This is an optimization exercise on Yosys and OpenROAD, whose aim is small area, a short achievable clock period and few clock cycles per item, not a production implementation.
Where RTL was checked, it was by simulation tests only, not by an equivalence proof against the original.
No functional check of the RTL was part of runs 2 to 5.

### design/flow/run.sh
#!/bin/bash
# synth_recipe.tcl (not shown) runs the flow's synth.tcl, then flattens the netlist and writes it again
# the make line also repeats each setting of config.mk as NAME=value (left out here)
make -C /OpenROAD-flow-scripts/flow DESIGN_CONFIG=/design/flow/config.mk WORK_HOME=/design/flow/orfs CLKGATE_MAP_FILE= SYNTH_SCRIPT=/design/flow/synth_recipe.tcl finish
### design/flow/config.mk
export PLATFORM = sky130hd
export DESIGN_NAME = deq32
export DESIGN_NICKNAME = deq32
export VERILOG_FILES = /design/flow/design.v
export SDC_FILE = /design/flow/constraint.sdc
export NUM_CORES = 4
export LEC_CHECK = 0
export CAP_MARGIN = 20
export CORE_MARGIN = 2
export CORE_UTILIZATION = 40
export SLEW_MARGIN = 20
### design/flow/constraint.sdc
create_clock -name core_clock -period 24.0 [get_ports {clk}]
set_input_delay 4.8000 -clock core_clock [delete_from_list [all_inputs] [get_ports {clk}]]
set_output_delay 4.8000 -clock core_clock [all_outputs]
set_load 0.01 [all_outputs]
### design/flow/design.v
module deq32 (
  input  wire               clk,
  input  wire               rst,         
  input  wire               in_valid,
  output wire               in_ready,
  input  wire [1:0]         in_mode,     
  input  wire signed [31:0] in_p0,       
  input  wire signed [31:0] in_p1,
  input  wire signed [31:0] in_p2,
  input  wire signed [31:0] in_p3,
  input  wire signed [31:0] in_p4,
  input  wire signed [31:0] in_p5,
  input  wire signed [9:0]  in_c,        
  input  wire signed [9:0]  in_es,       
  output wire               out_valid,
  input  wire               out_ready,
  output wire [31:0]        out_f        
);
  wire signed [63:0] p0 = in_p0;
  wire signed [63:0] p1 = in_p1;
  wire signed [63:0] p2 = in_p2;
  wire signed [63:0] p3 = in_p3;
  wire signed [63:0] p4 = in_p4;
  wire signed [63:0] p5 = in_p5;
  reg signed [63:0] s;
  always @(*) begin
    case (in_mode)
      2'd2:    s = (p0 <<< 16) + (p1 <<< 8) + (p2 <<< 8) + p3;
      2'd3:    s = (p0 <<< 32) + (p1 <<< 24) + (p2 <<< 24)
                 + (p3 <<< 16) + (p4 <<< 16) + (p5 <<< 16);
      default: s = p0;
    endcase
  end
  wire        sign = s[63];
  wire [63:0] mag  = sign ? -s : s;
  reg  [5:0]  msb;
  integer i;
  always @(*) begin
    msb = 6'd0;
    for (i = 0; i < 63; i = i + 1)
      if (mag[i]) msb = i[5:0];
  end
  wire signed [11:0] k   = $signed({{2{in_c[9]}}, in_c}) - 12'sd9
                           + $signed({{2{in_es[9]}}, in_es});
  wire signed [11:0] exp_un = $signed({6'd0, msb}) + k;
  wire signed [11:0] quant = (exp_un < -12'sd126) ? -12'sd149 : exp_un - 12'sd23;
  wire signed [11:0] lsh = k - quant;           
  wire signed [11:0] rsh = quant - k;           
  wire [6:0]   rsh_c = (rsh > 12'sd64) ? 7'd64 : rsh[6:0];
  wire [127:0] wide  = {mag, 64'd0} >> rsh_c;   
  wire [63:0]  rs_int   = wide[127:64];
  wire         rs_guard = wide[63];
  wire         rs_stick = |wide[62:0];
  wire [63:0]  rs_n     = rs_int + {63'd0, rs_guard && (rs_stick || rs_int[0])};
  wire [63:0]  ls_n     = mag << lsh[5:0];
  wire [24:0]  n = (lsh > 12'sd0) ? ls_n[24:0] : rs_n[24:0];
  wire         carry   = n[24];
  wire [23:0]  n_adj   = carry ? n[24:1] : n[23:0];
  wire signed [11:0] quant_adj = carry ? quant + 12'sd1 : quant;
  wire signed [11:0] bexp = quant_adj + 12'sd150;    
  reg  [31:0]  f;
  always @(*) begin
    if (mag == 64'd0)
      f = 32'd0;
    else if (!n_adj[23])
      f = {sign, 8'd0, n_adj[22:0]};              
    else if (bexp >= 12'sd255)
      f = {sign, 8'hFF, 23'd0};                   
    else
      f = {sign, bexp[7:0], n_adj[22:0]};
  end
  reg        valid_q;
  reg [31:0] f_q;
  assign in_ready  = !valid_q || out_ready;
  assign out_valid = valid_q;
  assign out_f     = f_q;
  always @(posedge clk) begin
    if (rst)
      valid_q <= 1'b0;
    else if (in_ready)
      valid_q <= in_valid;
  end
  always @(posedge clk) begin
    if (in_valid && in_ready)
      f_q <= f;
  end
endmodule
==> summary.txt, run 1 <==
Worst hold path
  – Hold path depth: 2
  – Hold crit path type: flip-flop to flip-flop
  – Hold_sp: valid_q$_SDFFE_PP0N_
  – Hold EP: valid_q$_SDFFE_PP0N_

Run status
  – Outcome: timing/DRC/antenna clean

Synthesis
  – Synth Flop Type: edfxtp_1
  – Most common cell in the netlist: nand2_1
  – FF+latch count, synth: 33
  – Synthesized Nets: 4,750
  – YS warnings: 1
  – Dominant cell type by area after synthesis: fa_1
  – Register area share after synthesis: 0.0338
  – Synth top cells by count: 396 x nand2_1, 392 x inv_1, 387 x nor2_1, 312 x a21oi_1, 228 x o21ai_0
  – FFs w/ async S/R, synth: 0
  – Synthesized area: 29,000 um2
  – Gate count of the mapped netlist: 4,188
  – Synth area leaders: fa_1 12%, ha_1 7.1%, a21oi_1 5.4%, nand2_1 5.1%, inv_1 5.1%
  – Synthesized area per cell: 6.93 um2
  – Yosys top cell area share: 0.124
  – Number of synthesized flops with an enable pin: 32
  – Library cells used by synthesis: 114

Global route
  – Initial antenna violation count: 5
  – Gr busiest metal: met2
  – Total GRT Usage: 0.370
  – GRT met3 Usage: 0.0696
  – Vias in the first global route: 33,100
  – Met2 Use GR: 0.562
  – Grt met1 use: 0.529
  – First-pass GRT wire length: 213,000 um
  – Largest net degree at the start of global routing: 64
  – Grt total ovfl: 0

STA
  – Count of final setup violators: 0
  – Fin Hold WS: 516 ps
  – Achievable clock frequency: 43.2 MHz
  – Worst Tran Pin Value: 1020 ps
  – Fin crit share: 0.966
  – Crit path time final: 23,170 ps
  – Max Slew Vio Count: 0
  – Worst clock skew: 6.73 ps
  – Final Hold Viols: 0
  – Max_slew headroom: 0.318

Die
  – Die Y-Extent: 273 um
  – Die area: 74,700 um2
  – Die X: 273 um
  – Num rows: 98
  – Num ports: 252
  – Starting density of the core: 0.405
  – Core area: 71,600 um2

Setup path
  – Most used cell, CP: a21oi_1
  – Setup slack, reg-to-reg: 22,750 ps
  – Kind of end point of the critical path: flip-flop
  – R2R cell count: 3
  – WP data required: 23,990 ps
  – Worst Path Class, Setup: input port to flip-flop
  – CP Launch Type: input port
  – Origin of the critical flop-to-flop path: valid_q$_SDFFE_PP0N_
  – Worst Path Arrival: 23,170 ps
  – Critical path's slowest cell: or4b_2
  – Crit Path Max Fanout: 31
  – CP peak stage delay: 700 ps
  – R2R Path End: f_q[31]$_SDFFCE_PP0P_

Cells and area
  – Area grow syn2layout: 19.1%
  – Core Util, Final: 0.483
  – Final cell count without fillers: 5,432
  – Layout cells sized above 1: 0.109
  – Final instance area: 34,600 um2
  – Fin nets: 5,041

Drt
  – Antenna viol nets, final: 0
  – Wire per inst: 26.5 um
  – Initial drt markers: 4,929
  – DRC violation count after routing: 0
  – Total number of vias: 35,800
  – Drt first pass iters: 6
  – Drt via density: 6.59
  – Final wirelength: 144,000 um

Placement
  – HPWL after detailed placement: 120,000 um
  – Final Wtd Congestion: 1.05
  – Placed cell area: 33,900 um2
  – Placed Instances: 5,408
  – # port buffers: 251

Clocking
  – Clock slew at reported path FFs: 50 ps
  – H-tree levels: 2
  – Sink Count: 33
  – TritonCTS clock tree: built
  – Bufs on Longest Clock Path: 2
  – Clock latency on the worst-skew pair: 280 ps
  – CTS root buf: clkbuf_16
  – Cts-stage hold buffer count: 0
  – TritonCTS Buffers: 5

Run
  – Number of max-cap violations: 0
## critical path: cells and delay by family
| kind | cells | cell delay, ps |
|---|---|---|
| compound gates | 35 | 7210 |
| fa+ha+maj | 8 | 3230 |
| buf+inv | 12 | 2070 |
| simple gates | 22 | 5410 |
| xor+xnor | 2 | 310 |
## registers in the layout, indices dropped and copies added, names as in the netlist
signal and count:
f_q 32, valid_q 1
## layer usage
layer	wire [um]	up-vias
met4	5120	2
met5	14	-
met1	62600	17300
met3	15300	325
met2	60800	2080
li1	-	16100
## cells by family after synthesis
family	Yosys count	synth area share
AO/OA/AOI/OAI	1434	0.343
AND/OR/NAND/NOR	1451	0.249
buffers and inverters	647	0.0884
XOR/XNOR	150	0.0458
adder cells (fa/ha/maj)	344	0.195
multiplexers	129	0.0457
flip-flops	33	0.0338
## per-stage QoR
| stage | setup slack, ps | TNS, ps |
|---|---|---|
| floorplan | 471 | 0 |
| global placement | 127 | 0 |
| detailed placement | -16.3 | -31.7 |
| CTS | 182 | 0 |
| global route | -24.7 | -24.7 |
| finish | 825 | 0 |
## worst max-delay path by stage
| stage | startpoint | endpoint | slack, ps | cells after the start |
|---|---|---|---|---|
| 2_1_floorplan | in_p3[31] | f_q[18]$_SDFFCE_PP0P_ | 470 | 92 |
| 3_3_place_gp | in_p1[4] | f_q[17]$_SDFFCE_PP0P_ | 130 | 81 |
| 3_5_place_dp | in_p1[4] | f_q[18]$_SDFFCE_PP0P_ | -20 | 78 |
| 4_1_cts | in_p1[4] | f_q[18]$_SDFFCE_PP0P_ | 180 | 78 |
| 5_1_grt | in_p0[8] | f_q[17]$_SDFFCE_PP0P_ | -20 | 82 |
| 6_report | in_p1[4] | f_q[18]$_SDFFCE_PP0P_ | 830 | 79 |
## cell type report
cell class	instances	area, um2
well taps	950	1190
fillers	7492	37000
diodes	2	5.00
clock buffers	6	139
flip-flops and latches	33	981
multi-input cells	3510	25900
repair buffers	531	4830
inverters	398	1500
clock inverters	2	13.8
## cells in the final DEF (no fill, tap or decap), types with 30 or more instances in the layout
master and n:
nand2_1 394, inv_1 391, nor2_1 382, a21oi_1 306
buf_4 262, clkdlybuf4s50_1 249, o21ai_0 221, fa_1 180
ha_1 157, nand3_1 126, mux2i_1 105, nor3_1 101
a211oi_1 87, xnor2_1 82, o211ai_1 81, o22ai_1 78
nand4_1 71, xor2_1 63, a21o_1 61, a31oi_1 61
o21a_1 44, and2_1 41, o31ai_1 41, nand2b_1 40
a22oi_1 38, and3_1 37, nor4_1 37, edfxtp_1 32
or3_1 31, and4_1 30
## timing repair
item / 4_1_cts / 5_1_grt
buffers inserted: 0 / 12
gates resized for setup: 0 / 76
endpoints found under the setup margin: 0 / 31
Testbench counts, summed over its fixed seeds: cycles 16,008, items 16,000.
==> run 2: changes to the inputs <==
==> design/flow/design.v (replaced) <==
module deq32 (
  input  wire               clk,
  input  wire               rst,         
  input  wire               in_valid,
  output wire               in_ready,
  input  wire [1:0]         in_mode,     
  input  wire signed [31:0] in_p0,       
  input  wire signed [31:0] in_p1,
  input  wire signed [31:0] in_p2,
  input  wire signed [31:0] in_p3,
  input  wire signed [31:0] in_p4,
  input  wire signed [31:0] in_p5,
  input  wire signed [9:0]  in_c,        
  input  wire signed [9:0]  in_es,       
  output wire               out_valid,
  input  wire               out_ready,
  output wire [31:0]        out_f        
);
  wire m23 = in_mode[1];
  wire m3  = in_mode[1] & in_mode[0];
  wire [31:0] a  = m23 ? {~in_p0[31], in_p0[30:0]} : 32'h80000000;
  wire [31:0] b1 = m23 ? {~in_p1[31], in_p1[30:0]} : 32'h80000000;
  wire [31:0] b2 = m23 ? {~in_p2[31], in_p2[30:0]} : 32'h80000000;
  wire [31:0] c0 = m23 ? {~in_p3[31], in_p3[30:0]} : {~in_p0[31], in_p0[30:0]};
  wire [31:0] c1 = m3  ? {~in_p4[31], in_p4[30:0]} : 32'h80000000;
  wire [31:0] c2 = m3  ? {~in_p5[31], in_p5[30:0]} : 32'h80000000;
  wire [47:0] t = {a, 16'd0} + {8'd0, b1, 8'd0} + {8'd0, b2, 8'd0}
                + {16'd0, c0} + {16'd0, c1} + {16'd0, c2} + 48'h7efe80000000;
  wire [11:0] kb = {{2{in_c[9]}}, in_c} + {{2{in_es[9]}}, in_es}
                 + (m3 ? 12'd132 : 12'd116);
  reg         v1_q, valid_q;
  reg  [47:0] t_q;
  reg  [11:0] kb_q;
  reg  [31:0] f_q;
  wire [31:0] f;
  wire en = out_ready | ~valid_q;
  assign in_ready  = en;
  assign out_valid = valid_q;
  assign out_f     = f_q;
  always @(posedge clk) begin
    if (rst) begin
      v1_q    <= 1'b0;
      valid_q <= 1'b0;
    end else if (en) begin
      v1_q    <= in_valid;
      valid_q <= v1_q;
    end
  end
  always @(posedge clk) begin
    if (en) begin
      t_q  <= t;
      kb_q <= kb;
      f_q  <= f;
    end
  end
  wire        sign = t_q[47];
  wire [46:0] v    = t_q[46:0] ^ {47{sign}};
  reg  [5:0]  p;
  integer i;
  always @(*) begin
    p = 6'd0;
    for (i = 0; i < 47; i = i + 1)
      if (v[i]) p = i[5:0] + 6'd1;
  end
  reg  [5:0]  tz;
  always @(*) begin
    tz = 6'd47;
    for (i = 46; i >= 0; i = i - 1)
      if (t_q[i]) tz = i[5:0];
  end
  wire signed [11:0] e1  = $signed({6'd0, p}) + $signed(kb_q);
  wire        sub  = (e1 <= 12'sd0);
  wire signed [11:0] nk = -$signed(kb_q);
  wire [6:0]  subc = (nk > 12'sd72) ? 7'd72 : nk[6:0];
  wire [6:0]  shp  = sub ? subc : {1'b0, p};
  wire [96:0] s6 = {25'd0, v, {25{sign}}};
  wire [87:0] s5 = shp[6] ? s6[96:64] : s6[87:0];
  wire [55:0] s4 = shp[5] ? s5[87:32] : s5[55:0];
  wire [39:0] s3 = shp[4] ? s4[55:16] : s4[39:0];
  wire [31:0] s2 = shp[3] ? s3[39:8]  : s3[31:0];
  wire [27:0] s1 = shp[2] ? s2[31:4]  : s2[27:0];
  wire [25:0] s0 = shp[1] ? s1[27:2]  : s1[25:0];
  wire [24:0] win = shp[0] ? s0[25:1] : s0[24:0];
  wire [23:0] kv  = win[24:1];
  wire        gv  = win[0];
  wire        st  = ({1'b0, tz} + 7'd26) <= shp;
  wire        inc = sign ? (gv | (~st & kv[0])) : (gv & (st | kv[0]));
  wire        zero = ~sign & (p == 6'd0);
  wire [11:0] bexp_base = (sub | zero) ? 12'd0 : e1;
  wire [24:0] mant  = {1'b0, kv} + {24'd0, inc};
  wire [11:0] fexp  = bexp_base + {10'd0, mant[24:23]};
  assign f = ($signed(fexp) >= 12'sd255) ? {sign, 8'hFF, 23'd0}
                                         : {sign, fexp[7:0], mant[22:0]};
endmodule
==> summary.txt, run 2 <==
Clocking
  – Post-CTS setup buffers: 0 (unchanged)
  – Bufs on Longest Clock Path: 2 (unchanged)
  – Clock latency on the worst-skew pair: 390 ps (+110 ps)
  – Cts-stage hold buffer count: 0 (unchanged)
  – Cts repair resizes: 0 (unchanged)
  – Clock slew at reported path FFs: 70 ps (+20 ps)
  – H-tree levels: 3 (+1)
  – TritonCTS clock tree: built
  – TritonCTS Buffers: 9 (+4)
  – Sink Count: 94 (+180%)
  – CTS root buf: clkbuf_16

Synthesis
  – Synth area leaders: edfxtp_1 15%, fa_1 12%, ha_1 11%, nand2_1 5.8%, inv_1 3.7%
  – FFs w/ async S/R, synth: 0 (unchanged)
  – Register area share after synthesis: 0.149 (+0.115)
  – Most common cell in the netlist: nand2_1
  – Gate count of the mapped netlist: 2,350 (-44%)
  – FF+latch count, synth: 94 (+180%)
  – Number of synthesized flops with an enable pin: 92 (+190%)
  – Library cells used by synthesis: 108 (-5.3%)
  – Synthesized Nets: 2,850 (-40%)
  – Synth Flop Type: edfxtp_1
  – Synthesized area: 18,800 um2 (-35%)
  – Synth top cells by count: 289 x nand2_1, 185 x inv_1, 170 x ha_1, 153 x nor2_1, 127 x a21oi_1
  – Synthesized area per cell: 7.99 um2 (+15%)
  – Dominant cell type by area after synthesis: edfxtp_1
  – Yosys top cell area share: 0.147 (+0.0230)
  – YS warnings: 1 (unchanged)

Cells and area
  – Layout cells sized above 1: 0.0552 (-0.0541)
  – Final cell count without fillers: 3,087 (-43%)
  – Area grow syn2layout: 17.0%
  – Number of flip-flops in the largest register: 48 (+50%)
  – Leading registers by flop count: t_q x48, f_q x32, kb_q x12
  – Fin nets: 2,975 (-41%)
  – Largest register by flop count: t_q
  – Most frequent cells in the layout: 289 x nand2_1, 250 x clkdlybuf4s50_1, 185 x inv_1
  – N_diodes: 0 (-2)
  – Commonest non-fill, non-tap cell in the layout: nand2_1

STA
  – Count of final setup violators: 0 (unchanged)
  – Fin crit share: 0.556 (-0.410)
  – Achievable clock frequency: 75.0 MHz (+74%)
  – Max_slew headroom: 0.243 (-0.0744)
  – Fin Hold WS: 450 ps (-65.7 ps)
  – Final setup TNS: 0 ps (unchanged)
  – Worst Tran Pin Value: 1110 ps (+85.2 ps)
  – Crit path time final: 13,330 ps (-9840 ps)
  – Worst clock skew: 13.1 ps (+6.35 ps)
  – RSZ-0062 raised after global routing: false
  – Final Hold Viols: 0 (unchanged)
  – Max Slew Vio Count: 0 (unchanged)

Placement
  – Final Wtd Congestion: 1.01 (-4.0%)
  – HPWL after detailed placement: 56,300 um (-53%)
  – # port buffers: 251 (unchanged)
  – Placed Instances: 3,070 (-43%)

Die
  – Num rows: 79 (-19%)
  – Core area: 46,500 um2 (-35%)
  – Num ports: 252 (unchanged)
  – Die area: 48,700 um2 (-35%)
  – Die Y-Extent: 221 um (-19%)
  – Die X: 221 um (-19%)
  – Starting density of the core: 0.404 (-0.00110)

Drt
  – Drt via density: 6.10 (-7.4%)
  – Drt first pass iters: 6 (unchanged)
  – Antenna viol nets, final: 0 (unchanged)
  – DRC violation count after routing: 0 (unchanged)
  – Initial drt markers: 1,791 (-64%)
  – Total number of vias: 18,800 (-47%)
  – Wire per inst: 22.7 um (-14%)
  – Final wirelength: 70,100 um (-51%)

Global route
  – First-pass GRT wire length: 106,000 um (-50%)
  – Largest net degree at the start of global routing: 86 (+34%)
  – Initial antenna violation count: 0 (-5)
  – Grt total ovfl: 0 (unchanged)
  – Total GRT Usage: 0.285 (-0.0851)
  – Vias in the first global route: 18,400 (-44%)

Setup path
  – WP data required: 24,130 ps (+140 ps)
  – Kind of end point of the critical path: flip-flop
  – Critical path's slowest cell: or4_1
  – Worst Path Class, Setup: flip-flop to flip-flop
  – Worst Path Arrival: 13,460 ps (-9710 ps)
  – CP Launch Type: flip-flop
  – Crit Path Max Fanout: 65 (+110%)
  – CP peak stage delay: 590 ps (-110 ps)

Run
  – Number of max-cap violations: 0 (unchanged)

Worst hold path
  – Hold crit path type: flip-flop to flip-flop

Run status
  – Outcome: timing/DRC/antenna clean
[run 2: changes by cell type after synthesis, moves of 51 or more]
cell and delta:
a21oi_1 -185, edfxtp_1 +60, fa_1 -68, inv_1 -207, mux2i_1 -54, nand2_1 -107
nand3_1 -62, nor2_1 -234, o211ai_1 -51, o21ai_0 -128, o22ai_1 -54
[run 2: metal layers]
metal | routed length (um) | global-route usage | vias up | part of all wire
li1 | - | - | 8866 | -
met1 | 28700 | 0.354 | 8965 | 0.41
met2 | 33600 | 0.489 | 840 | 0.48
met3 | 4560 | 0.0405 | 169 | 0.065
met4 | 3250 | 0.130 | 0 | 0.046
met5 | 0 | 0 | - | 0
[run 2: critical path: cells and delay by family, from the launching register on]
| kind | cells | cell delay (ps) |
|---|---|---|
| AOI/OAI and AO/OA | 19 | 3950 |
| muxes | 1 | 470 |
| adders and majority gates | 6 | 1910 |
| DFF | 1 | 440 |
| and+or+nand+nor | 15 | 3720 |
| buffers and inverters | 7 | 2080 |
| xor gates and xnor gates | 2 | 380 |
[run 2: cell type report]
class	instances	area [um2]
clock inverter	7	96.3
clock buffer	9	225
tap	607	759
sequential	94	2800
timing repair buffer	279	2720
inverter	193	724
fill	4589	24500
multi-input combinational	1898	14600
[run 2: through the flow]
| step | setup slack [ps] | utilization | area (um2) |
|---|---|---|---|
| floorplan | 12040 | - | 18800 |
| global placement | 11170 | 0.466 | 21600 |
| detailed placement | 10920 | 0.466 | 21600 |
| CTS | 10930 | 0.473 | 22000 |
| global route | 9630 | 0.473 | 22000 |
| finish | 10670 | 0.473 | 22000 |
[run 2: path summary, 6_finish.rpt]
path                           from                    end  slack, ps  depth (start not counted)
hold / removal    v1_q$_SDFFE_PP0P_   valid_q$_SDFFE_PP0P_        450                          2
setup reg to reg  t_q[47]$_DFFE_PP_  f_q[17]$_SDFFCE_PP0P_      10670                         50
hold reg to reg   v1_q$_SDFFE_PP0P_   valid_q$_SDFFE_PP0P_        450                          2
setup / recovery  t_q[47]$_DFFE_PP_  f_q[17]$_SDFFCE_PP0P_      10670                         50
[run 2: kinds of logic after synthesis]
kind of cell | after synthesis | synth area share
multiplexers | 62 | 0.0341
buffers and inverters | 358 | 0.0758
flip-flops | 94 | 0.149
XOR/XNOR | 100 | 0.0466
AO/OA/AOI/OAI | 668 | 0.259
AND/OR/NAND/NOR | 786 | 0.203
adder cells (fa/ha/maj) | 282 | 0.233
==> run 3: changes to the inputs <==
--- a/design/flow/design.v
+++ b/design/flow/design.v
@@ -26,11 +26,12 @@
   wire [31:0] c2 = m3  ? {~in_p5[31], in_p5[30:0]} : 32'h80000000;
   wire [47:0] t = {a, 16'd0} + {8'd0, b1, 8'd0} + {8'd0, b2, 8'd0}
                 + {16'd0, c0} + {16'd0, c1} + {16'd0, c2} + 48'h7efe80000000;
-  wire [11:0] kb = {{2{in_c[9]}}, in_c} + {{2{in_es[9]}}, in_es}
-                 + (m3 ? 12'd132 : 12'd116);
+  wire signed [11:0] kr = $signed({{2{in_c[9]}}, in_c}) + $signed({{2{in_es[9]}}, in_es})
+                        + (m3 ? 12'sd132 : 12'sd116);
+  wire [8:0] kb = (kr < -12'sd72) ? -9'sd72 : (kr > 12'sd255) ? 9'd255 : kr[8:0];
   reg         v1_q, valid_q;
   reg  [47:0] t_q;
-  reg  [11:0] kb_q;
+  reg  [8:0]  kb_q;
   reg  [31:0] f_q;
   wire [31:0] f;
   wire en = out_ready | ~valid_q;
@@ -55,12 +56,19 @@
   end
   wire        sign = t_q[47];
   wire [46:0] v    = t_q[46:0] ^ {47{sign}};
-  reg  [5:0]  p;
+  wire signed [9:0] nk   = -$signed({kb_q[8], kb_q});
+  wire              deep = $signed(kb_q) < -9'sd47;      
+  reg  [46:0] thm;
   integer i;
+  always @(*)
+    for (i = 0; i < 47; i = i + 1)
+      thm[i] = $signed(nk) > i;
+  wire [46:0] vm = v | thm;
+  reg  [5:0]  q;
   always @(*) begin
-    p = 6'd0;
+    q = 6'd0;
     for (i = 0; i < 47; i = i + 1)
-      if (v[i]) p = i[5:0] + 6'd1;
+      if (vm[i]) q = i[5:0];
   end
   reg  [5:0]  tz;
   always @(*) begin
@@ -68,27 +76,24 @@
     for (i = 46; i >= 0; i = i - 1)
       if (t_q[i]) tz = i[5:0];
   end
-  wire signed [11:0] e1  = $signed({6'd0, p}) + $signed(kb_q);
-  wire        sub  = (e1 <= 12'sd0);
-  wire signed [11:0] nk = -$signed(kb_q);
-  wire [6:0]  subc = (nk > 12'sd72) ? 7'd72 : nk[6:0];
-  wire [6:0]  shp  = sub ? subc : {1'b0, p};
-  wire [96:0] s6 = {25'd0, v, {25{sign}}};
-  wire [87:0] s5 = shp[6] ? s6[96:64] : s6[87:0];
-  wire [55:0] s4 = shp[5] ? s5[87:32] : s5[55:0];
-  wire [39:0] s3 = shp[4] ? s4[55:16] : s4[39:0];
-  wire [31:0] s2 = shp[3] ? s3[39:8]  : s3[31:0];
-  wire [27:0] s1 = shp[2] ? s2[31:4]  : s2[27:0];
-  wire [25:0] s0 = shp[1] ? s1[27:2]  : s1[25:0];
-  wire [24:0] win = shp[0] ? s0[25:1] : s0[24:0];
+  wire        zero = (tz == 6'd47);
+  wire [6:0]  sh = deep ? ~kb_q[6:0] : {1'b0, q};
+  wire [95:0] s6 = {25'd0, v, {24{sign}}};
+  wire [87:0] s5 = sh[6] ? s6[95:64] : s6[87:0];
+  wire [55:0] s4 = sh[5] ? s5[87:32] : s5[55:0];
+  wire [39:0] s3 = sh[4] ? s4[55:16] : s4[39:0];
+  wire [31:0] s2 = sh[3] ? s3[39:8]  : s3[31:0];
+  wire [27:0] s1 = sh[2] ? s2[31:4]  : s2[27:0];
+  wire [25:0] s0 = sh[1] ? s1[27:2]  : s1[25:0];
+  wire [24:0] win = sh[0] ? s0[25:1] : s0[24:0];
   wire [23:0] kv  = win[24:1];
   wire        gv  = win[0];
-  wire        st  = ({1'b0, tz} + 7'd26) <= shp;
+  wire        st  = ({1'b0, tz} + 7'd25) <= sh;
   wire        inc = sign ? (gv | (~st & kv[0])) : (gv & (st | kv[0]));
-  wire        zero = ~sign & (p == 6'd0);
-  wire [11:0] bexp_base = (sub | zero) ? 12'd0 : e1;
-  wire [24:0] mant  = {1'b0, kv} + {24'd0, inc};
-  wire [11:0] fexp  = bexp_base + {10'd0, mant[24:23]};
-  assign f = ($signed(fexp) >= 12'sd255) ? {sign, 8'hFF, 23'd0}
-                                         : {sign, fexp[7:0], mant[22:0]};
+  wire [24:0] mant = {1'b0, kv} + {24'd0, inc};
+  wire signed [10:0] ebase = $signed({5'd0, sh}) + $signed({{2{kb_q[8]}}, kb_q});
+  wire signed [10:0] fexp  = ebase + 11'sd1 + $signed({9'd0, mant[24:23]});
+  assign f = zero ? 32'd0 :
+             (fexp >= 11'sd255) ? {sign, 8'hFF, 23'd0}
+                                : {sign, fexp[7:0], mant[22:0]};
 endmodule
==> summary.txt, run 3 <==
Global route
  – Initial antenna violation count: 0 (unchanged)
  – Vias in the first global route: 19,300 (+4.7%)
  – Grt total ovfl: 0 (unchanged)
  – Total GRT Usage: 0.297 (+0.0121)
  – First-pass GRT wire length: 115,000 um (+7.7%)
  – Largest net degree at the start of global routing: 78 (-9.3%)

STA
  – Fin crit share: 0.570 (+0.0141)
  – Achievable clock frequency: 73.1 MHz (-2.5%)
  – Count of final setup violators: 0 (unchanged)
  – Worst clock skew: 13.0 ps (-0.0764 ps)
  – Fin Hold WS: 453 ps (+2.24 ps)
  – Max_slew headroom: 0.348 (+0.105)
  – Worst Tran Pin Value: 965 ps (-141 ps)
  – Worst setup margin: 10,330 ps (-339 ps)
  – Max Slew Vio Count: 0 (unchanged)
  – Final Hold Viols: 0 (unchanged)
  – Final setup TNS: 0 ps (unchanged)
  – RSZ-0062 raised after global routing: false
  – Crit path time final: 13,670 ps (+339 ps)

Drt
  – Antenna viol nets, final: 0 (unchanged)
  – Wire per inst: 23.7 um (+4.1%)
  – DRC violation count after routing: 0 (unchanged)
  – Initial drt markers: 1,672 (-6.6%)
  – Drt first pass iters: 6 (unchanged)
  – Total number of vias: 19,400 (+3.0%)
  – Drt via density: 6.16 (+0.93%)
  – Final wirelength: 74,500 um (+6.3%)

Cells and area
  – Fin nets: 3,039 (+2.2%)
  – Core Util, Final: 0.468 (-0.00440)
  – Commonest non-fill, non-tap cell in the layout: nand2_1
  – Most frequent cells in the layout: 286 x nand2_1, 250 x clkdlybuf4s50_1, 183 x inv_1
  – Layout cells sized above 1: 0.0501 (-0.00516)
  – Area grow syn2layout: 16.0%
  – N_diodes: 0 (unchanged)
  – Final instance area: 22,300 um2 (+1.4%)
  – Number of flip-flops in the largest register: 48 (unchanged)
  – Final cell count without fillers: 3,151 (+2.1%)
  – Leading registers by flop count: t_q x48, f_q x32, kb_q x9
  – Largest register by flop count: t_q

Synthesis
  – Combinational family with the most area after synthesis: compound AO/OA/AOI/OAI gates
  – Synthesized area: 19,200 um2 (+2.2%)
  – Synth Area in Simple Gates: 0.209 (+0.00645)
  – Synthesized area per cell: 8.02 um2 (+0.44%)
  – FFs w/ async S/R, synth: 0 (unchanged)
  – Synth Flop Type: edfxtp_1
  – Number of synthesized flops with an enable pin: 89 (-3.3%)
  – Synthesized Nets: 2,900 (+1.8%)
  – Synth area leaders: edfxtp_1 14%, fa_1 12%, ha_1 12%, nand2_1 5.6%, xnor2_1 4.2%
  – Most common cell in the netlist: nand2_1
  – Gate count of the mapped netlist: 2,392 (+1.8%)
  – Yosys top cell area share: 0.139 (-0.00791)
  – Register area share after synthesis: 0.141 (-0.00795)
  – Mux cell area share after synthesis: 0.0351 (+0.00101)
  – Dominant cell type by area after synthesis: edfxtp_1
  – Synth top cells by count: 286 x nand2_1, 184 x inv_1, 178 x ha_1, 149 x a21oi_1, 141 x nor2_1
  – Xor/xnor share of the synthesized area: 0.0589 (+0.0122)
  – Synth Area in Compound Gates: 0.248 (-0.0103)
  – Library cells used by synthesis: 119 (+10%)
  – YS warnings: 1 (unchanged)
  – Adder-cell share of the synthesized area: 0.233 (about the same)
  – FF+latch count, synth: 91 (-3.2%)

Placement
  – Placed cell area: 22,000 um2 (+1.7%)
  – HPWL after detailed placement: 60,600 um (+7.6%)
  – Pre-CTS setup slack: 10,570 ps (-354 ps)
  – Final Wtd Congestion: 0.973 (-3.9%)
  – Placed Instances: 3,135 (+2.1%)
  – # port buffers: 251 (unchanged)

Clocking
  – Clock slew at reported path FFs: 80 ps (about the same)
  – H-tree levels: 3 (unchanged)
  – CTS root buf: clkbuf_16
  – Cts-stage hold buffer count: 0 (unchanged)
  – Bufs on Longest Clock Path: 2 (unchanged)
  – TritonCTS Buffers: 9 (unchanged)
  – Sink Count: 91 (-3.2%)
  – Cts repair resizes: 0 (unchanged)
  – TritonCTS clock tree: built
  – Post-CTS setup buffers: 0 (unchanged)
  – Clock latency on the worst-skew pair: 390 ps (about the same)

Setup path
  – Worst Path Buf+Inv: 3 (-4)
  – CP peak stage delay: 870 ps (+280 ps)
  – R2R Path End: f_q[18]$_SDFFCE_PP0P_
  – Most used cell, CP: nor2_1
  – Worst Path Arrival: 13,930 ps (+470 ps)
  – CP Launch Type: flip-flop
  – Kind of end point of the critical path: flip-flop
  – R2R cell count: 47 (-6.0%)
  – Worst Path Class, Setup: flip-flop to flip-flop
  – Crit Path Max Fanout: 36 (-45%)
  – Setup slack, reg-to-reg: 10,330 ps (-340 ps)
  – Origin of the critical flop-to-flop path: kb_q[0]$_SDFFCE_PP0P_
  – Delay-heaviest family, CP: simple AND/OR/NAND/NOR gates
  – WP data required: 24,260 ps (+130 ps)
  – Critical path's slowest cell: nor4_4

Die
  – Num rows: 80 (+1.3%)
  – Num ports: 252 (unchanged)
  – Starting density of the core: 0.404 (-0.000437)
  – Die X: 223 um (+1.1%)
  – Die area: 49,800 um2 (+2.2%)
  – Die Y-Extent: 223 um (+1.1%)
  – Core area: 47,500 um2 (+2.3%)

Worst hold path
  – Hold path depth: 2 (unchanged)
  – Hold EP: valid_q$_SDFFE_PP0P_
  – Hold_sp: v1_q$_SDFFE_PP0P_
  – Hold crit path type: flip-flop to flip-flop

Run status
  – Outcome: timing/DRC/antenna clean

Run
  – Number of max-cap violations: 0 (unchanged)
==> run 3: worst max path at each step <==
stage	cells past startpoint	to	start	slack (ps)
finish	47	f_q[18]$_SDFFCE_PP0P_	kb_q[0]$_SDFFCE_PP0P_	10330
global route	47	f_q[18]$_SDFFCE_PP0P_	kb_q[0]$_SDFFCE_PP0P_	9170
CTS	47	f_q[18]$_SDFFCE_PP0P_	kb_q[0]$_SDFFCE_PP0P_	10500
detailed placement	47	f_q[18]$_SDFFCE_PP0P_	kb_q[0]$_SDFFCE_PP0P_	10570
global placement	48	f_q[18]$_SDFFCE_PP0P_	kb_q[0]$_SDFFCE_PP0P_	11030
floorplan	1	in_ready	out_ready	12110
==> run 3: layout make-up <==
cell class              count  area [um2]
clock buffers              11         233
clock inverters             5        28.8
fillers                  4680       25300
inverters                 188         706
multi-input cells        1961       15100
flip-flops and latches     91        2710
well taps                 615         769
repair buffers            280        2730
==> run 3: worst reg2reg max path, delay by kind of cell, from the launching register on <==
kind            cells  cell delay (ps)
buf+inv             3             1060
simple gates       21             5330
fa+ha+maj           6             2280
compound gates     15             3780
flops               1              600
xor+xnor            2              440
==> run 3: cells by family after synthesis <==
group,Yosys count
xor+xnor,129
compound gates,671
simple gates,804
flops,91
other cells,1
buf+inv,340
fa+ha+maj,290
mux,66
==> run 3: metal layers <==
metal,up-vias,part of all wire,global-route usage
li1,9053,-,-
met1,9289,0.42,0.379
met2,891,0.46,0.497
met3,177,0.064,0.0412
met4,0,0.051,0.141
met5,-,0,0
==> run 4: changes to the inputs <==
==> design/flow/flow/run.sh (new file) <==
#!/bin/bash
# Standard ORFS layout, with repair_timing asked for a setup margin so that
# the layout's slack at the design's clock period is as large as it can be.
set -euo pipefail
bash standard.sh SETUP_SLACK_MARGIN=14 finish > standard_flow.log 2>&1
==> design/flow/standard.sh (new file) <==
#!/bin/bash
# synth_recipe.tcl (not shown) runs the flow's synth.tcl, then flattens the netlist and writes it again
# the make line also repeats each setting of config.mk as NAME=value (left out here)
make -C /OpenROAD-flow-scripts/flow DESIGN_CONFIG=/design/flow/config.mk WORK_HOME=/design/flow/orfs CLKGATE_MAP_FILE= SYNTH_SCRIPT=/design/flow/synth_recipe.tcl "${@:-finish}"
removed: design/flow/run.sh
==> summary.txt, run 4 <==
Cells and area
  – Fin nets: 3,198 (+5.2%)
  – N_diodes: 0 (unchanged)
  – Area grow syn2layout: 34.3%
  – Most frequent cells in the layout: 278 x nand2_1, 229 x clkdlybuf4s50_1, 178 x inv_1
  – Layout cells sized above 1: 0.190 (+0.140)
  – Largest register by flop count: t_q
  – Core Util, Final: 0.542 (+0.0740)
  – Final cell count without fillers: 3,310 (+5.0%)
  – Number of flip-flops in the largest register: 48 (unchanged)
  – Commonest non-fill, non-tap cell in the layout: nand2_1
  – Leading registers by flop count: t_q x48, f_q x32, kb_q x9
  – Fillcell total: 4,386 (-6.3%)

Synthesis
  – Synth area leaders: edfxtp_1 14%, fa_1 12%, ha_1 12%, nand2_1 5.6%, xnor2_1 4.2%
  – Synthesized area: 19,200 um2 (unchanged)
  – Synthesized area per cell: 8.02 um2 (unchanged)
  – Synth top cells by count: 286 x nand2_1, 184 x inv_1, 178 x ha_1, 149 x a21oi_1, 141 x nor2_1
  – Number of synthesized flops with an enable pin: 89 (unchanged)
  – Yosys top cell area share: 0.139 (unchanged)
  – FF+latch count, synth: 91 (unchanged)
  – Gate count of the mapped netlist: 2,392 (unchanged)
  – Dominant cell type by area after synthesis: edfxtp_1
  – FFs w/ async S/R, synth: 0 (unchanged)
  – Register area share after synthesis: 0.141 (unchanged)
  – Synth Flop Type: edfxtp_1
  – YS warnings: 1 (unchanged)
  – Most common cell in the netlist: nand2_1
  – Synthesized Nets: 2,900 (unchanged)
  – Library cells used by synthesis: 119 (unchanged)

Run
  – Number of max-cap violations: 0 (unchanged)

Setup path
  – WP data required: 24,140 ps (-120 ps)
  – Worst Path Arrival: 10,270 ps (-3660 ps)
  – Worst Path Class, Setup: input port to flip-flop
  – CP Launch Type: input port
  – Critical path's slowest cell: fa_2
  – R2R cell count: 46 (-2.1%)
  – Kind of end point of the critical path: flip-flop
  – Origin of the critical flop-to-flop path: kb_q[1]$_SDFFCE_PP0P_
  – Crit Path Max Fanout: 5 (-86%)
  – Most used cell, CP: o21ai_2
  – R2R Path End: f_q[18]$_SDFFCE_PP0P_
  – CP peak stage delay: 570 ps (-300 ps)
  – Setup slack, reg-to-reg: 14,090 ps (+3760 ps)

Placement
  – Placed Instances: 3,132 (-0.096%)
  – HPWL after detailed placement: 62,900 um (+3.8%)
  – Pre-CTS setup slack: 10,810 ps (+241 ps)
  – # port buffers: 251 (unchanged)
  – Final Wtd Congestion: 0.953 (-2.1%)

Clocking
  – TritonCTS clock tree: built
  – Sink Count: 91 (unchanged)
  – Cts-stage hold buffer count: 0 (unchanged)
  – CTS root buf: clkbuf_16
  – H-tree levels: 3 (unchanged)
  – TritonCTS Buffers: 9 (unchanged)
  – Clock slew at reported path FFs: 70 ps (about the same)
  – Clock latency on the worst-skew pair: 390 ps (about the same)
  – Bufs on Longest Clock Path: 2 (unchanged)

Global route
  – Largest net degree at the start of global routing: 64 (-18%)
  – Vias in the first global route: 20,200 (+4.5%)
  – Initial antenna violation count: 0 (unchanged)
  – First-pass GRT wire length: 125,000 um (+8.7%)
  – Grt total ovfl: 0 (unchanged)
  – Total GRT Usage: 0.328 (+0.0306)

Drt
  – Initial drt markers: 1,876 (+12%)
  – Wire per inst: 25.5 um (+7.9%)
  – Drt first pass iters: 5 (-1)
  – Total number of vias: 20,600 (+6.2%)
  – Antenna viol nets, final: 0 (unchanged)
  – Drt via density: 6.23 (+1.1%)
  – DRC violation count after routing: 0 (unchanged)
  – Final wirelength: 84,500 um (+13%)

Die
  – Core area: 47,500 um2 (unchanged)
  – Num rows: 80 (unchanged)
  – Starting density of the core: 0.404 (unchanged)
  – Die X: 223 um (unchanged)
  – Die Y-Extent: 223 um (unchanged)
  – Num ports: 252 (unchanged)
  – Die area: 49,800 um2 (unchanged)

STA
  – Count of final setup violators: 0 (unchanged)
  – Final Hold Viols: 0 (unchanged)
  – RSZ-0062 raised after global routing: true
  – Worst setup margin: 13,880 ps (+3550 ps)
  – Worst Tran Pin Value: 1100 ps (+130 ps)
  – Final setup TNS: 0 ps (unchanged)
  – Achievable clock frequency: 98.8 MHz (+35%)
  – Max Slew Vio Count: 0 (unchanged)
  – Worst clock skew: 17.7 ps (+4.66 ps)
  – Fin crit share: 0.422 (-0.148)
  – Crit path time final: 10,120 ps (-3550 ps)
  – Fin Hold WS: 446 ps (-6.51 ps)
  – Max_slew headroom: 0.266 (-0.0825)

Worst hold path
  – Hold crit path type: flip-flop to flip-flop
  – Hold_sp: v1_q$_SDFFE_PP0P_
  – Hold EP: valid_q$_SDFFE_PP0P_
  – Hold path depth: 2 (unchanged)

Run status
  – Outcome: timing/DRC/antenna clean
-- run 4: cell count changes in the layout (fill, tap and decap cells not counted), sizes merged, moves of 2 or more --
cell / before / now
buf: 30 / 177
clkdlybuf4s50: 250 / 229
dlymetal6s2s: 0 / 3
clkbuf: 11 / 13
bufinv: 0 / 3
bufbuf: 0 / 8
nand2b: 27 / 29
dlygate4sd2: 0 / 15
-- run 4: worst max path at each step --
stage                               start               endpoint  slack [ps]  cells after the start
CTS                            in_mode[1]      t_q[46]$_DFFE_PP_       13640                     28
detailed placement  kb_q[0]$_SDFFCE_PP0P_  f_q[18]$_SDFFCE_PP0P_       10810                     48
global placement    kb_q[0]$_SDFFCE_PP0P_  f_q[18]$_SDFFCE_PP0P_       11160                     48
global route        kb_q[1]$_SDFFCE_PP0P_  f_q[18]$_SDFFCE_PP0P_       13660                     51
floorplan                       out_ready               in_ready       13680                      1
finish                         in_mode[1]      t_q[44]$_DFFE_PP_       13880                     25
-- run 4: critical path, delay by kind of cell --
kind	cells	cell delay, ps
adder cells (fa/ha/maj)	5	2010
multiplexers	1	190
XOR/XNOR	1	130
AO/OA/AOI/OAI	12	2280
buffers and inverters	6	810
-- run 4: area by class of cell --
class | count | area, um2 | area share
Multi-Input combinational cell | 1965 | 16800 | 0.651
Clock inverter | 5 | 108 | 0.00417
Tap cell | 615 | 769 | 0.0298
Timing Repair Buffer | 434 | 4390 | 0.170
Sequential cell | 91 | 2710 | 0.105
Inverter | 188 | 756 | 0.0293
Timing Repair inverter | 1 | 11.3 | 0.000437
Clock buffer | 11 | 243 | 0.00941
-- run 4: per-layer routing --
metal / GRT usage / vias up / wire length, um
li1: - / 9385 / -
met3: 0.0460 / 210 / 5850
met5: 0 / - / 0
met4: 0.162 / 0 / 4900
met1: 0.411 / 9998 / 34600
met2: 0.554 / 1023 / 39100
-- run 4: cell families after synthesis --
family,count (synthesis),share of synthesized area
AND/OR/NAND/NOR,804,0.209
AO/OA/AOI/OAI,671,0.248
buffers and inverters,340,0.0740
adder cells (fa/ha/maj),290,0.233
XOR/XNOR,129,0.0589
flip-flops,91,0.141
multiplexers,66,0.0351
other,1,0.000195
-- run 4: stage by stage --
stage	cell area (um2)
global route	25800
CTS	24500
detailed placement	22300
global placement	22300
floorplan	19600
finish	25800
-- run 4: repair_timing --
action                                 CTS  global route
resized for setup                      204           161
buffers inserted                        90            52
gates cloned                            15             5
setup endpoints to repair               61            46
endpoints found under the hold margin    0             0
pin swaps                               85           108
==> run 5: changes to the inputs <==
--- a/design/flow/design.v
+++ b/design/flow/design.v
@@ -29,47 +29,76 @@
   wire signed [11:0] kr = $signed({{2{in_c[9]}}, in_c}) + $signed({{2{in_es[9]}}, in_es})
                         + (m3 ? 12'sd132 : 12'sd116);
   wire [8:0] kb = (kr < -12'sd72) ? -9'sd72 : (kr > 12'sd255) ? 9'd255 : kr[8:0];
-  reg         v1_q, valid_q;
+  reg         v1_q, ov_q, kv_q;
   reg  [47:0] t_q;
   reg  [8:0]  kb_q;
-  reg  [31:0] f_q;
+  reg  [31:0] o_q, k_q;
   wire [31:0] f;
-  wire en = out_ready | ~valid_q;
+  wire en = ~kv_q;
   assign in_ready  = en;
-  assign out_valid = valid_q;
-  assign out_f     = f_q;
+  assign out_valid = ov_q | kv_q;
+  assign out_f     = kv_q ? k_q : o_q;
   always @(posedge clk) begin
     if (rst) begin
-      v1_q    <= 1'b0;
-      valid_q <= 1'b0;
+      v1_q <= 1'b0;
+      ov_q <= 1'b0;
+      kv_q <= 1'b0;
     end else if (en) begin
-      v1_q    <= in_valid;
-      valid_q <= v1_q;
+      v1_q <= in_valid;
+      ov_q <= v1_q;
+      kv_q <= ov_q & ~out_ready;
+    end else begin
+      kv_q <= ~out_ready;
     end
   end
   always @(posedge clk) begin
     if (en) begin
       t_q  <= t;
       kb_q <= kb;
-      f_q  <= f;
+      o_q  <= f;
+      k_q  <= o_q;
     end
   end
   wire        sign = t_q[47];
   wire [46:0] v    = t_q[46:0] ^ {47{sign}};
   wire signed [9:0] nk   = -$signed({kb_q[8], kb_q});
   wire              deep = $signed(kb_q) < -9'sd47;      
-  reg  [46:0] thm;
+  wire        nk_pos  = ~nk[9] & (nk != 10'd0);
+  wire        nk_full = ~nk[9] & (nk > 10'sd46);
+  reg  [63:0] thr;
   integer i;
   always @(*)
-    for (i = 0; i < 47; i = i + 1)
-      thm[i] = $signed(nk) > i;
+    for (i = 0; i < 64; i = i + 1)
+      thr[i] = nk[5:0] > i;
+  wire [46:0] thm = nk_full ? {47{1'b1}} : nk_pos ? thr[46:0] : 47'd0;
   wire [46:0] vm = v | thm;
-  reg  [5:0]  q;
-  always @(*) begin
-    q = 6'd0;
-    for (i = 0; i < 47; i = i + 1)
-      if (vm[i]) q = i[5:0];
-  end
+  wire [63:0] l0 = {17'd0, vm};
+  wire [31:0] a1, v1; wire [15:0] v2; wire [31:0] a2; wire [7:0] v3; wire [23:0] a3;
+  wire [3:0] v4; wire [15:0] a4; wire [1:0] v5; wire [9:0] a5;
+  genvar g;
+  generate
+    for (g = 0; g < 32; g = g + 1) begin : lz1
+      assign v1[g] = l0[2*g+1] | l0[2*g];
+      assign a1[g] = l0[2*g+1];
+    end
+    for (g = 0; g < 16; g = g + 1) begin : lz2
+      assign v2[g] = v1[2*g+1] | v1[2*g];
+      assign a2[2*g+1:2*g] = v1[2*g+1] ? {1'b1, a1[2*g+1]} : {1'b0, a1[2*g]};
+    end
+    for (g = 0; g < 8; g = g + 1) begin : lz3
+      assign v3[g] = v2[2*g+1] | v2[2*g];
+      assign a3[3*g+2:3*g] = v2[2*g+1] ? {1'b1, a2[4*g+3:4*g+2]} : {1'b0, a2[4*g+1:4*g]};
+    end
+    for (g = 0; g < 4; g = g + 1) begin : lz4
+      assign v4[g] = v3[2*g+1] | v3[2*g];
+      assign a4[4*g+3:4*g] = v3[2*g+1] ? {1'b1, a3[6*g+5:6*g+3]} : {1'b0, a3[6*g+2:6*g]};
+    end
+    for (g = 0; g < 2; g = g + 1) begin : lz5
+      assign v5[g] = v4[2*g+1] | v4[2*g];
+      assign a5[5*g+4:5*g] = v4[2*g+1] ? {1'b1, a4[8*g+7:8*g+4]} : {1'b0, a4[8*g+3:8*g]};
+    end
+  endgenerate
+  wire [5:0] q = v5[1] ? {1'b1, a5[9:5]} : {1'b0, a5[4:0]};
   reg  [5:0]  tz;
   always @(*) begin
     tz = 6'd47;
==> design/flow/flow/run.sh (replaced) <==
#!/bin/bash
# Standard ORFS layout, with repair_timing asked for a setup margin so that
# the layout's slack at the design's clock period is as large as it can be.
set -euo pipefail
bash standard.sh SETUP_SLACK_MARGIN=15 finish > standard_flow.log 2>&1
==> summary.txt, run 5 <==
Run status
  – Outcome: timing/DRC/antenna clean

Synthesis
  – Synth area leaders: edfxtp_1 13%, fa_1 11%, ha_1 11%, nand2_1 5.1%, a21oi_1 3.5%
  – Synth Area in Compound Gates: 0.233 (-0.0149)
  – YS warnings: 1 (unchanged)
  – FFs w/ async S/R, synth: 0 (unchanged)
  – Number of synthesized flops with an enable pin: 89 (unchanged)
  – Register area share after synthesis: 0.165 (+0.0233)
  – Library cells used by synthesis: 137 (+15%)
  – Gate count of the mapped netlist: 2,455 (+2.6%)
  – Synthesized area: 20,500 um2 (+6.7%)
  – Synth Flop Type: edfxtp_1
  – Synthesized Nets: 2,961 (+2.1%)
  – FF+latch count, synth: 124 (+36%)
  – Most common cell in the netlist: nand2_1
  – Mux cell area share after synthesis: 0.0501 (+0.0149)
  – Synth top cells by count: 280 x nand2_1, 176 x ha_1, 166 x inv_1, 152 x nor2_1, 145 x a21oi_1
  – Xor/xnor share of the synthesized area: 0.0509 (-0.00799)
  – Synthesized area per cell: 8.35 um2 (+4.0%)
  – Adder-cell share of the synthesized area: 0.217 (-0.0159)
  – Synth Area in Simple Gates: 0.201 (-0.00857)
  – Combinational family with the most area after synthesis: compound AO/OA/AOI/OAI gates
  – Yosys top cell area share: 0.130 (-0.00878)
  – Dominant cell type by area after synthesis: edfxtp_1

Die
  – Num ports: 252 (unchanged)
  – Die area: 53,000 um2 (+6.6%)
  – Die Y-Extent: 230 um (+3.3%)
  – Starting density of the core: 0.407 (+0.00298)
  – Num rows: 82 (+2.5%)
  – Core area: 50,400 um2 (+6.0%)
  – Die X: 230 um (+3.3%)

STA
  – Count of final setup violators: 0 (unchanged)
  – Fin Hold WS: 473 ps (+26.6 ps)
  – Achievable clock frequency: 102 MHz (+3.8%)
  – Max Slew Vio Count: 0 (unchanged)
  – Fin crit share: 0.407 (-0.0153)
  – Final Hold Viols: 0 (unchanged)
  – RSZ-0062 raised after global routing: true
  – Crit path time final: 9760 ps (-367 ps)
  – Max_slew headroom: 0.306 (+0.0402)
  – Worst clock skew: 12.9 ps (-4.81 ps)
  – Worst Tran Pin Value: 1030 ps (-65.2 ps)
  – Final setup TNS: 0 ps (unchanged)

Cells and area
  – Number of flip-flops in the largest register: 48 (unchanged)
  – Largest register by flop count: t_q
  – Area grow syn2layout: 33.5%
  – Final instance area: 27,300 um2 (+6.0%)
  – Fillcell total: 4,631 (+5.6%)
  – Fin nets: 3,266 (+2.1%)
  – Core Util, Final: 0.543 (about the same)
  – Layout cells sized above 1: 0.223 (+0.0329)
  – Leading registers by flop count: t_q x48, k_q x32, o_q x32
  – Most frequent cells in the layout: 267 x nand2_1, 199 x clkdlybuf4s50_1, 154 x inv_1
  – Commonest non-fill, non-tap cell in the layout: nand2_1

Placement
  – # port buffers: 251 (unchanged)
  – Placed cell area: 23,500 um2 (+5.4%)
  – HPWL after detailed placement: 62,500 um (-0.67%)
  – Final Wtd Congestion: 1.03 (+7.8%)

Clocking
  – Sink Count: 124 (+36%)
  – TritonCTS clock tree: built
  – Cts-stage hold buffer count: 0 (unchanged)
  – H-tree levels: 4 (+1)
  – Bufs on Longest Clock Path: 2 (unchanged)
  – Clock latency on the worst-skew pair: 450 ps (+60 ps)
  – CTS root buf: clkbuf_16
  – Clock slew at reported path FFs: 60 ps (about the same)
  – TritonCTS Buffers: 17 (+8)

Run
  – Number of max-cap violations: 0 (unchanged)

Drt
  – Wire per inst: 24.6 um (-3.7%)
  – Final wirelength: 84,700 um (+0.23%)
  – Antenna viol nets, final: 0 (unchanged)
  – Initial drt markers: 1,617 (-14%)
  – Drt via density: 6.07 (-2.5%)
  – DRC violation count after routing: 0 (unchanged)
  – Total number of vias: 20,900 (+1.5%)
  – Drt first pass iters: 5 (unchanged)

Global route
  – First-pass GRT wire length: 126,000 um (+0.91%)
  – Initial antenna violation count: 1 (+1)
  – Total GRT Usage: 0.308 (-0.0195)
  – Grt total ovfl: 0 (unchanged)
  – Largest net degree at the start of global routing: 105 (+64%)
  – Vias in the first global route: 20,800 (+3.2%)

Setup path
  – Worst Path Class, Setup: input port to flip-flop
  – Crit Path Max Fanout: 5 (unchanged)
  – CP Launch Type: input port
  – WP data required: 24,190 ps (+50 ps)
  – Kind of end point of the critical path: flip-flop
  – Worst Path Arrival: 9950 ps (-320 ps)

Worst hold path
  – Hold crit path type: flip-flop to flip-flop
[run 5: final timing paths]
kind	from	endpoint	slack, ps	depth (start not counted)
setup / recovery	in_p0[12]	t_q[41]$_DFFE_PN_	14240	21
hold / removal	k_q[28]$_DFF_P_	k_q[28]$_DFF_P_	470	1
setup reg to reg	kb_q[1]$_SDFFCE_PP0N_	o_q[22]$_SDFFCE_PP0N_	14250	41
hold reg to reg	k_q[28]$_DFF_P_	k_q[28]$_DFF_P_	470	1
[run 5: area by class of cell]
| cell class | instances | area, um2 | area share |
|---|---|---|---|
| Antenna cell | 1 | 2.50 | 0.0000915 |
| Clock buffer | 17 | 425 | 0.0156 |
| Clock inverter | 15 | 166 | 0.00609 |
| Inverter | 172 | 744 | 0.0272 |
| Multi-Input combinational cell | 1998 | 17200 | 0.628 |
| Sequential cell | 124 | 3370 | 0.123 |
| Tap cell | 672 | 841 | 0.0308 |
| Timing Repair Buffer | 446 | 4600 | 0.168 |
| Timing Repair inverter | 1 | 8.76 | 0.000320 |
[run 5: metrics by stage]
stage / cells / setup slack (ps)
after floorplan: 2455 / 13960
after global placement: 3245 / 12180
after detailed placement: 3245 / 11970
after CTS: 3384 / 14230
after global routing: 3446 / 13870
final: 3446 / 14240
[run 5: worst max-delay path, cell delays in order]
cell           delay, ps
dlygate4sd2_1        420
mux2i_4              120
fa_1                 520
inv_2                 40
fa_1                 490
fa_1                 580
ha_4                 220
ha_4                 230
a21o_1               180
a41o_1               260
a2111oi_4            350
nor3_2                90
o21a_1               190
o21a_1               200
o21a_2               240
a21oi_2              190
a21boi_2             110
a211o_1              330
a21oi_2              140
o21ai_1               90
xor2_1               140
[run 5: routing by layer]
metal | vias to the layer above | part of all wire | GRT usage
met5 | - | 0 | 0
met4 | 0 | 0.049 | 0.145
met3 | 184 | 0.067 | 0.0409
met2 | 982 | 0.47 | 0.521
met1 | 10200 | 0.41 | 0.390
li1 | 9584 | - | -
[run 5: logic make-up after synthesis]
| kind of cell | count (synthesis) |
|---|---|
| simple gates | 822 |
| compound gates | 665 |
| buf+inv | 340 |
| fa+ha+maj | 288 |
| flops | 124 |
| xor+xnor | 119 |
| mux | 96 |
| other cells | 1 |
[run 5: repair_timing]
action	4_1_cts	5_1_grt
gates resized for setup	273	116
pin swaps	122	127
setup buffers	89	55
setup endpoints to repair	73	54
cloned	18	6

==> port drivers added, routing unchanged <==
How much do the figures lean on ideal ports? The routed layouts below were timed once more, with nothing changed but the port constraints.
Step 1, drivers: a clkbuf_16 drives clk and a buf_2 each remaining input, both assumed.
Step 2 moves the port delays by t, midway between the first and last clock arrival at a register: inputs arrive t later, outputs are due t later. That takes back most of the time a late clock gives input paths.
Slacks: ideal / step 1 / step 2; pairs: ideal / step 1.
run | shift t [ns] | setup slack, ns | worst register clock-pin slew, ns
run 1 | 0.314 | 0.825 / 0.833 / 0.519 | 0.05 / 0.05
run 2 | 0.436 | 10.665 / 10.665 / 10.665 | 0.08 / 0.08
run 3 | 0.438 | 10.326 / 10.326 / 10.326 | 0.08 / 0.08
run 4 | 0.436 | 13.877 / 13.749 / 13.313 | 0.08 / 0.08
run 5 | 0.498 | 14.243 / 14.129 / 13.631 | 0.07 / 0.07
After both steps setup and hold are still met in every run listed. For run 5, which loses most, drivers alone change the setup slack by -0.114 ns; drivers and shift together by -0.612 ns.
